From an optimization exercise on the open Yosys and OpenROAD flow, aimed at small area and few clock cycles; shortcuts taken in it are not production practice. In this exercise RTL edits were held to simulation tests only and were not proved equivalent to the original. Power is estimated from default activity; no workload was simulated.

build 25:
## ferik_core
module ferik_core (
    input  wire         clk,
    input  wire         rst,             
    input  wire         start,           
    input  wire         insn_valid,
    input  wire [63:0]  insn,
    output wire         insn_ready,
    input  wire [63:0]  agreed,          
    input  wire [63:0]  avalid,          
    input  wire [3:0]   yflags,          
    input  wire [255:0] dwords,          
    input  wire [15:0]  z_dt,
    input  wire [15:0]  z_tcyc,
    input  wire [15:0]  z_cycle,
    input  wire [31:0]  z_now,
    output reg          rec_valid,
    output wire [63:0]  rec,
    output reg          done,
    output reg  [63:0]  misr,
    output wire [127:0] cmd              
);
Size in the first run: ~3,900 cells after synthesis, roughly 920 flip-flops, about 800 I/O pins.
==> flow/config.mk <==
export PLATFORM = sky130hd
export DESIGN_NAME = ferik_core
export DESIGN_NICKNAME = ferik_core
export VERILOG_FILES = /design/flow/design.v
export SDC_FILE = /design/flow/constraint.sdc
export NUM_CORES = 4
export LEC_CHECK = 0
export CAP_MARGIN = 20
export CORE_MARGIN = 2
export CORE_UTILIZATION = 45
export CTS_BUF_LIST = sky130_fd_sc_hd__clkbuf_8
export GPL_TIMING_DRIVEN = 1
export PLACE_DENSITY = 0.55
export SETUP_SLACK_MARGIN = 0.5
export SLEW_MARGIN = 20
export SYNTH_HIERARCHICAL = 1
==> flow/constraint.sdc <==
create_clock -name core_clock -period 15.0 [get_ports {clk}]
set_input_delay 3.0000 -clock core_clock [delete_from_list [all_inputs] [get_ports {clk}]]
set_output_delay 3.0000 -clock core_clock [all_outputs]
set_load 0.01 [all_outputs]
standard.sh (not shown) runs the stock make flow with config.mk's settings and CLKGATE_MAP_FILE= SYNTH_SCRIPT=/design/flow/synth_recipe.tcl, a recipe that flattens the netlist after the stock synthesis.
==> flow/flow/run.sh <==
#!/bin/bash
# Layout flow: the standard layout (standard.sh, with the standard synthesis unchanged),
# except that the port buffers are sky130_fd_sc_hd__buf_1 cells instead of the larger
# delay buffer buffer_ports picks by default. Every input and output port is still buffered.
set -euo pipefail
export BUFFER_PORTS_ARGS="-buffer_cell sky130_fd_sc_hd__buf_1"
bash standard.sh > standard.log 2>&1
Testbench counts of build 25, summed over its fixed seeds: cycles 18,235.
#### Input delta (build 82 over build 25)
Settings: CTS_BUF_LIST removed (was sky130_fd_sc_hd__clkbuf_8); PLACE_DENSITY changed from 0.55 to 0.6; SETUP_SLACK_MARGIN removed (was 0.5); GPL_TIMING_DRIVEN changed from 1 to 0; CORE_UTILIZATION changed from 45 to 50.
Notes after the runs:
Build 82 ran in full, but the layout does not pass; the checks complain about setup timing.
Compared with build 25, build 82 shows a lower summed negative setup slack over all endpoints.
Compared to build 25, the router laid down less metal wire for build 82.
Of build 82 and build 25, it is build 82 that has the lower final worst setup slack.
Build 82 vs build 25: peak fanout along the critical path down
On relative max-transition margin: between build 25 and build 82, it ends up lower for build 82.
Per the comparison of build 82 with build 25, design area went up by 2300 µm²; buffer count excluding the clock tree in the final layout went up by 37; final standard cell count with taps included and fillers excluded went down by 3.6%; peak supply drop went up by 0.0052 mV; logic gate share of total power went up by 0.3 points.
[inputs] build 37 vs build 82
Settings: SETUP_SLACK_MARGIN now 0.8, previously not set; CORE_UTILIZATION now 45, was 50; CTS_BUF_LIST now sky130_fd_sc_hd__clkbuf_8, previously not set; PLACE_DENSITY now 0.55, was 0.6; GPL_TIMING_DRIVEN now 1, was 0.
--- outcome ---
Build 37 completed; timing, DRC and antenna clean
Build 82: flow complete, layout not clean; failing: setup timing
Maximum number of pins on one net before global-route repair was higher in the run labelled build 37.
Between build 82 and build 37, the flow reports number of buffers created by CTS increasing by more than half.
Summary: with build 82 as the reference, routed wire length in build 37 moved up by a few percent.
Edits applied to the flow inputs when going from build 37 to build 68:
Settings: changing PLACE_DENSITY from 0.55 to 0.6; removing SETUP_SLACK_MARGIN (formerly 0.8); changing CORE_UTILIZATION from 45 to 50; changing GPL_TIMING_DRIVEN from 1 to 0.
[summary]
Build 68 completed end to end; final checks failed (setup timing). Slowest cell on the critical path: sky130_fd_sc_hd__nor3_4 -> build 37, sky130_fd_sc_hd__nor2_2 -> build 68. On first-pass GRT wire length, the higher figure sits with build 37, not build 68. Higher wire length reported by the detailed router goes to build 37 over build 68. The lower total power came out of build 68. Final setup slack of the worst path delta (build 68 − build 37): unfavourable. Final cell count (higher): build 37.
### build 68 -> build 55
Settings: CORE_UTILIZATION changed from 50 to 45; PLACE_DENSITY changed from 0.6 to 0.55; SETUP_SLACK_MARGIN newly set to 0.8.
[summary]
- Build 55: flow completed, timing, DRC and antenna clean
- Measured against each other, build 55 and build 68 differ in required time reported for the critical path endpoint, the higher figure coming from build 55.
- Measured against each other, build 55 and build 68 differ in clock share of power, the lower figure coming from build 55.
- For build 55, the launch point of the critical path was insn[61], unlike build 68, where it was insn[30].
- The run with more setup slack is build 55; build 68 has less.

==> re-timing with driven ports <==
Ports are ideal in the flow. The routed layouts listed here were re-timed in OpenROAD. Step 1: set_driving_cell puts a clkbuf_16 on clk and a buf_2 on each other input, an assumption about the parent block. Step 2 times the ports against the registers' clock, not the clock port: input delays grow and output delays shrink by t, the midpoint of the rising clock arrivals with the driver on. Three values: ideal ports, drivers, drivers and shift; two values: the first two.
run | shift t [ns] | slack for setup (ns) | latest minus earliest clock arrival (ns) | slew at the worst register clock pin (ns)
build 25 | 0.959 | 0.540 / 0.581 / -0.378 | 0.052 / 0.052 | 0.07 / 0.07
build 82 | 0.770 | -0.032 / -0.047 / -0.817 | 0.042 / 0.041 | 0.08 / 0.08
build 37 | 0.950 | 0.999 / 1.032 / 0.083 | 0.048 / 0.049 | 0.09 / 0.09
build 68 | 0.938 | -0.078 / -0.073 / -1.010 | 0.061 / 0.061 | 0.07 / 0.07
build 55 | 0.938 | 0.302 / 0.236 / -0.702 | 0.051 / 0.052 | 0.07 / 0.07
Met with ideal ports but missed after step 2: setup timing in build 25 and build 55. For build 55, which loses most, drivers alone change the setup slack by -0.066 ns; drivers and shift together by -1.004 ns.
